This design comes from an exercise in tuning for small area, a short achievable clock period and few clock cycles on the open sky130 flow, not from production work.
RTL that was checked went through simulation tests only; none was proved equivalent to the original.
Power and IR drop assume default switching activity.

== onyx ==
// canopy_fec_tx
module canopy_fec_tx (
    input  wire        clk,
    input  wire        rst,         
    input  wire        start,
    input  wire [30:0] seed,
    input  wire        in_valid,
    output wire        in_ready,
    input  wire [9:0]  in_sym,
    output reg         out_valid,
    input  wire        out_ready,
    output reg  [13:0] out_trits,
    output reg         out_first    
);
    function [159:0] rs_prod(input [9:0] f);
        reg [75:0] x;
        begin
            x[0] = f[0];
            x[1] = f[1];
            x[2] = f[2];
            x[3] = f[3];
            x[4] = f[4];
            x[5] = f[5];
            x[6] = f[6];
            x[7] = f[7];
            x[8] = f[8];
            x[9] = f[9];
            x[10] = x[3] ^ x[7];
            x[11] = x[5] ^ x[9];
            x[12] = x[2] ^ x[6];
            x[13] = x[4] ^ x[8];
            x[14] = x[0] ^ x[1];
            x[15] = x[9] ^ x[10];
            x[16] = x[1] ^ x[11];
            x[17] = x[8] ^ x[12];
            x[18] = x[13] ^ x[14];
            x[19] = x[0] ^ x[13];
            x[20] = x[4] ^ x[12];
            x[21] = x[3] ^ x[5];
            x[22] = x[4] ^ x[6];
            x[23] = x[3] ^ x[11];
            x[24] = x[5] ^ x[7];
            x[25] = x[5] ^ x[10];
            x[26] = x[2] ^ x[4];
            x[27] = x[7] ^ x[14];
            x[28] = x[10] ^ x[11];
            x[29] = x[2] ^ x[13];
            x[30] = x[12] ^ x[13];
            x[31] = x[6] ^ x[18];
            x[32] = x[6] ^ x[8];
            x[33] = x[0] ^ x[20];
            x[34] = x[11] ^ x[27];
            x[35] = x[2] ^ x[8];
            x[36] = x[1] ^ x[17];
            x[37] = x[1] ^ x[20];
            x[38] = x[2] ^ x[19];
  ...
Size in the first run: ~1300 cells after synthesis, ~63 I/O pins, ~15000 um2 of cells after synthesis.
Settings: LEC_CHECK=0, ABC_CLOCK_PERIOD_IN_PS=4000, CAP_MARGIN=20, CORE_MARGIN=2, CORE_UTILIZATION=55, CTS_BUF_LIST=sky130_fd_sc_hd__clkbuf_8, CTS_CLUSTER_DIAMETER=50, CTS_CLUSTER_SIZE=14, SLEW_MARGIN=20; clock period 13.0 ns.
standard.sh (not shown) runs the stock make flow with config.mk's settings and CLKGATE_MAP_FILE= SYNTH_SCRIPT=/design/flow/synth_recipe.tcl, a recipe that flattens the netlist after the stock synthesis.
==> flow/flow/run.sh <==
#!/bin/bash
# Own layout flow: the standard synthesis and layout, with
# - the timing repair asked to keep a setup margin, so that paths end up
#   well below the 13 ns clock period the layout is constrained and signed
#   off at;
# - the port buffers made of the smallest buffer (timing repair resizes the
#   ones on critical paths);
# - clock tree synthesis without dummy load cells.
set -euo pipefail
bash standard.sh synth > synth.log 2>&1
bash standard.sh finish SETUP_SLACK_MARGIN=9.3 \
    "BUFFER_PORTS_ARGS=-buffer_cell sky130_fd_sc_hd__buf_1" \
    "CTS_ARGS=-sink_clustering_enable -repair_clock_nets -buf_list sky130_fd_sc_hd__clkbuf_8 -sink_clustering_size 14 -sink_clustering_max_diameter 50 -dont_use_dummy_load" \
    > layout.log 2>&1
Testbench counts of onyx, summed over its fixed seeds: cycles 52,368.
[inputs] sierra vs onyx
diff --git a/flow/design.v b/flow/design.v
--- a/flow/design.v
+++ b/flow/design.v
@@ -602,68 +602,69 @@
             c[6] = p[5] & p[4] & c[4];
             for (k = 0; k < 7; k = k + 1)
                 to_trits[2*k +: 2] = c[k] ? {u[2*k], ~u[2*k+1] & ~u[2*k]} : u[2*k +: 2];
         end
     endfunction
     reg        in_ready_r;
     reg  [9:0] sym_q;           
     reg        v_q;
     reg  [9:0] ccnt;            
     reg        flush;           
+    reg        sof;             
     reg  [3:0] cwi;             
     reg        fpend;           
     reg  [9:0] par [0:15];
     reg [30:0] scr;
     reg [19:0] gw;              
-    reg        emp, hi;
+    reg  [4:0] d;               
     reg  [3:0] ph;              
     reg [10:0] e_q;             
     reg        e_v, e_first;
     assign in_ready = in_ready_r;
     wire clr       = rst | start;
     wire acc       = in_valid & in_ready_r;    
-    wire room      = emp | ~hi;            
+    wire room      = (d <= 5'd9) | (d == 5'd31);
     wire hold      = v_q & ~room;
     wire push_d    = v_q & room;
     wire par_phase = (ccnt[9:4] == 6'b100001) & ~v_q;
     wire push_p    = par_phase & (flush | room);
     wire push_w    = push_d | (push_p & ~flush);
     wire wrap      = push_p & (ccnt[3:0] == 4'hf);
     wire [9:0]   fb     = v_q ? (sym_q ^ par[15]) : 10'd0;
     wire [9:0]   cw_sym = v_q ? sym_q : par[15];
     wire [159:0] prod   = rs_prod(fb);
     reg  [9:0] key;
     integer b;
     always @(*)
         for (b = 0; b < 10; b = b + 1)
             key[9-b] = scr[30-b] ^ scr[27-b];
     wire [9:0] s = cw_sym ^ key;
     wire [19:0] win = room ? {gw[9:0], s} : gw;
     wire [10:0] grp = win[ph +: 11];
-    wire        have = push_w ? ~emp : hi;   
+    wire        have = push_w ? (d != 5'd31) : ((d >= 5'd10) & (d != 5'd31));
     wire adv_out = ~out_valid | out_ready;
     wire adv_e   = ~e_v | adv_out;
     wire pop     = adv_e & have;
-    wire borrow  = (ph == 4'd0);
-    wire hi_next = pop ? (push_w & hi & ~borrow) : (push_w ? ~emp : hi);
-    wire emp_next = pop ? (borrow & ~(push_w & hi)) : (emp & ~push_w);
-    wire [9:0] ccnt_inc   = ccnt + 10'd1;
-    wire [9:0] ccnt_nx    = wrap ? {9'd0, acc} : ((acc | push_p) ? ccnt_inc : ccnt);
-    wire       lt0        = wrap | (~push_p & (ccnt < 10'd528));
-    wire       lt1        = wrap | (~push_p & (ccnt < 10'd527));
-    wire       last0      = ~wrap & (push_p ? (ccnt == 10'd542) : (ccnt == 10'd543));
+    wire [4:0] d_pw   = d + (push_w ? 5'd10 : 5'd0);
+    wire [4:0] d_next = pop ? d_pw - 5'd11 : d_pw;
+    wire [9:0] ccnt_b     = wrap ? 10'd0 : ccnt + {9'd0, push_p};
+    wire [9:0] ccnt_b1    = ccnt_b + 10'd1;
+    wire       lt0        = (ccnt_b < 10'd528);
+    wire       lt1        = (ccnt_b < 10'd527);
+    wire       last0      = (ccnt_b == 10'd543);
     wire       flush_next = flush & ~wrap;
-    wire       room_np    = push_w ? emp : room;    
+    wire       room_np    = (d_pw <= 5'd9) | (d_pw == 5'd31);
+    wire       room_p     = (d_pw <= 5'd20) | (d_pw == 5'd31);
     wire       r00 = (lt0 & (~hold | room_np)) | (last0 & (flush_next | room_np));
-    wire       r01 = lt0 | last0;                    
+    wire       r01 = (lt0 & (~hold | room_p))  | (last0 & (flush_next | room_p));
     wire       r10 = lt1 & room_np;
-    wire       r11 = lt1;
+    wire       r11 = lt1 & room_p;
     wire       ready_next = pop ? (acc ? r11 : r01) : (acc ? r10 : r00);
     always @(posedge clk) begin
         if (!hold)
             sym_q <= in_sym;
         if (push_d | push_p) begin
             par[0] <= prod[9:0];
             for (b = 1; b < 16; b = b + 1)
                 par[b] <= par[b-1] ^ prod[10*b +: 10];
         end
         if (push_w)
@@ -672,38 +673,41 @@
             scr <= seed;
         else if (push_w)
             scr <= {scr[20:0], key};
     end
     always @(posedge clk) begin
         if (clr) begin
             in_ready_r <= 1'b0;
             v_q        <= 1'b0;
             ccnt       <= 10'd528;
             flush      <= 1'b1;
+            sof        <= 1'b1;
             cwi        <= 4'd0;
             fpend      <= 1'b0;
-            emp        <= 1'b1;
-            hi         <= 1'b0;
+            d          <= 5'd31;
             ph         <= 4'd9;
         end else begin
             in_ready_r <= ready_next;
             v_q        <= acc | hold;
-            ccnt       <= ccnt_nx;
+            ccnt       <= acc ? ccnt_b1 : ccnt_b;
             flush      <= flush_next;
+            if (push_d)
+                sof <= 1'b0;
+            else if (wrap)
+                sof <= 1'b1;
             if (wrap & ~flush)
                 cwi <= (cwi == 4'd10) ? 4'd0 : cwi + 4'd1;
-            if (push_d & (ccnt == 10'd1) & (cwi == 4'd0))
+            if (push_d & sof & (cwi == 4'd0))
                 fpend <= 1'b1;
             else if (pop)
                 fpend <= 1'b0;
-            emp        <= emp_next;
-            hi         <= hi_next;
+            d          <= d_next;
             if (pop)
                 ph <= (ph == 4'd0) ? 4'd9 : ph - 4'd1;
         end
     end
     wire [13:0] trits = to_trits(e_q);
     always @(posedge clk) begin
         if (clr) begin
             e_v       <= 1'b0;
             out_valid <= 1'b0;
         end else begin
Notes after the runs:
- Portion of the post-synthesis area used by sequential elements was lower in sierra than in onyx.
- Of sierra and onyx, the run reporting the higher post-synthesis adder-cell area fraction was sierra.
- On minimum clock period: between sierra and onyx, it ends up lower for sierra.
- Delta (sierra minus onyx): non-clock buffer total of the final layout went up; combinational power went up; combined flip-flop and latch cell area went up; length of routed wiring on met1 went up.
- In the tables for sierra and onyx, synthesized cell count reads lower with onyx.
- [sierra vs onyx] sequential share of layout area: lower in sierra
- Against onyx, routed wire length in sierra came out worse.
- sierra vs onyx on global-route usage: sierra is the higher one.
- When the final numbers for sierra and onyx were put side by side, the total iterations of the first detailed-routing run turned out to be greater in onyx.
- On worst hold slack, sierra and onyx are neck and neck.
- Compared with onyx, number of standard-cell rows in the floorplan in sierra increased slightly.
No functional check of the RTL was part of sierra.

[what the ideal ports hide]
Ports are ideal in the flow. The routed layouts listed here were re-timed in OpenROAD.
Step 1 sets driving cells, clkbuf_16 on the clock port and buf_2 on the other inputs (assumed; they add their load-dependent delay and slew).
Step 2 times the ports against the registers' clock, not the clock port: input delays grow and output delays shrink by t, the midpoint of the rising clock arrivals with the driver on.
Three values: ideal ports, drivers, drivers and shift; two values: the first two.
run	shift t [ns]	setup slack, ns	worst hold slack (ns)
onyx	0.623	9.277 / 9.227 / 8.827	0.430 / 0.430 / 0.430
sierra	0.555	9.371 / 9.327 / 8.866	0.428 / 0.428 / 0.428
After both steps setup and hold are still met in every run listed. For sierra, which loses most, drivers alone change the setup slack by -0.044 ns; drivers and shift together by -0.505 ns.
